What follows belongs to an exercise in optimizing a design on an open flow for small area; a production flow would make more cautious choices. In this exercise RTL edits were held to simulation tests only and were not proved equivalent to the original. No activity file was given, so power comes from the tool's default toggle rates.

==> flow/design.v (excerpt) <==
module chk_block (
    input  wire        clk,
    input  wire        rst,
    input  wire        flr,
    input  wire        req_valid,
    output wire        req_ready,
    input  wire        req_write,
    input  wire        req_host,
    input  wire [7:0]  req_addr,
    input  wire [31:0] req_wdata,
    output wire        rsp_valid,
    output wire [31:0] rsp_rdata
);
clock: 13.0 ns
lec_check: 0
cap_margin: 20
core_margin: 2
core_utilization: 60
cts_buf_list: sky130_fd_sc_hd__clkbuf_8
cts_cluster_diameter: 50
cts_cluster_size: 20
place_density: 0.7
slew_margin: 20
standard.sh (not shown) runs the stock make flow with config.mk's settings and CLKGATE_MAP_FILE= SYNTH_SCRIPT=/design/flow/synth_recipe.tcl, a recipe that flattens the netlist after the stock synthesis.
==> flow/flow/run.sh <==
#!/bin/bash
# Own flow: the standard layout, with the synthesis's ABC step run with an
# area-oriented script instead of the speed script. Everything else in the
# synthesis (synth_recipe.tcl and ORFS's synth.tcl) is unchanged, so the
# registers keep the names and cell types the standard synthesis gives them.
set -euo pipefail
W=$(pwd)
R="balance; rewrite; refactor; balance; rewrite; rewrite -z; balance; refactor -z; rewrite -z; balance"
cat > "$W/area_abc.script" <<EOS
strash
$R
$R
dch
amap
topo
EOS
cat > "$W/area_synth.tcl" <<EOS
proc abc {args} {
  set i [lsearch -exact \$args -script]
  if { \$i >= 0 } { lset args [expr {\$i + 1}] {$W/area_abc.script} }
  yosys abc {*}\$args
}
source {$W/synth_recipe.tcl}
EOS
sed "s#$W/synth_recipe.tcl#$W/area_synth.tcl#" standard.sh > "$W/area_standard.sh"
grep -q area_synth.tcl "$W/area_standard.sh"
export BUFFER_PORTS_ARGS="-buffer_cell sky130_fd_sc_hd__buf_1"
export CTS_ARGS="-sink_clustering_enable -repair_clock_nets -sink_clustering_size 20 -sink_clustering_max_diameter 50 -buf_list sky130_fd_sc_hd__clkbuf_8 -dont_use_dummy_load"
bash "$W/area_standard.sh" finish > "$W/flow_make.log" 2>&1
The baseline produced a clean layout.
Next try:
--- a/flow/flow/run.sh
+++ b/flow/flow/run.sh
@@ -8 +7,0 @@
-R="balance; rewrite; refactor; balance; rewrite; rewrite -z; balance; refactor -z; rewrite -z; balance"
@@ -11,2 +10,3 @@
-$R
-$R
+&get -n
+&deepsyn -T 60
+&put
The changed run ran to the end with no violations.
Design area fell by 0.90%.
Clock power rose by about 2%.
Routed wire length fell by 1.5%.
Power barely changes.
Next try:
--- a/flow/flow/run.sh
+++ b/flow/flow/run.sh
@@ -7,0 +8 @@
+R="balance; rewrite; refactor; balance; rewrite; rewrite -z; balance; refactor -z; rewrite -z; balance"
@@ -10,3 +11,2 @@
-&get -n
-&deepsyn -T 60
-&put
+$R
+$R
@@ -28 +28 @@
-export CTS_ARGS="-sink_clustering_enable -repair_clock_nets -sink_clustering_size 20 -sink_clustering_max_diameter 50 -buf_list sky130_fd_sc_hd__clkbuf_8 -dont_use_dummy_load"
+export CTS_ARGS="-sink_clustering_enable -repair_clock_nets -sink_clustering_size 32 -sink_clustering_max_diameter 40 -buf_list sky130_fd_sc_hd__clkbuf_16 -dont_use_dummy_load"
=> Non-clock buffer count came out higher by 4; cell area came out higher by about 4%; sequential power barely changes; hold slack hardly moves; routed wire length came out higher by 3.2%; count of clock-buffer cells in the layout came out higher by 3; global-route usage came out higher by 0.35 points; final cell count came out higher by about 2.1%; flip-flop and latch count is unchanged.
Next try:
--- a/flow/flow/run.sh
+++ b/flow/flow/run.sh
@@ -28 +28 @@
-export CTS_ARGS="-sink_clustering_enable -repair_clock_nets -sink_clustering_size 32 -sink_clustering_max_diameter 40 -buf_list sky130_fd_sc_hd__clkbuf_16 -dont_use_dummy_load"
+export CTS_ARGS="-sink_clustering_enable -repair_clock_nets -sink_clustering_size 20 -sink_clustering_max_diameter 50 -buf_list \"sky130_fd_sc_hd__clkbuf_4 sky130_fd_sc_hd__clkbuf_8\" -dont_use_dummy_load"
Result: Power shrinks by roughly a tenth; routed wire length is lower slightly; setup slack loses 0.030 ns.

==> static timing again, ports no longer ideal <==
Ports are ideal in the flow. The routed layouts listed here were re-timed in OpenROAD. Step 1 (the two cells are an assumption about what drives the block):
set clk [get_ports {clk}]
set_driving_cell -lib_cell sky130_fd_sc_hd__clkbuf_16 $clk
set_driving_cell -lib_cell sky130_fd_sc_hd__buf_2 [delete_from_list [all_inputs] $clk]
Step 2 times the ports against the registers' clock, not the clock port: input delays grow and output delays shrink by t, the midpoint of the rising clock arrivals with the driver on. Slacks: ideal / step 1 / step 2; pairs: ideal / step 1.
run | shift t [ns] | setup WS [ns] | slew at the worst register clock pin (ns)
the first run | 0.592 | 4.596 / 4.574 / 4.574 | 0.11 / 0.11
the second run | 0.603 | 4.801 / 4.775 / 4.775 | 0.11 / 0.11
the third run | 0.585 | 4.626 / 4.603 / 4.603 | 0.10 / 0.10
the fourth run | 0.592 | 4.596 / 4.574 / 4.574 | 0.11 / 0.11
After both steps setup and hold are still met in every run listed. The setup slack of the second run, which loses most, moves by -0.026 ns with the drivers and by -0.026 ns with both steps.
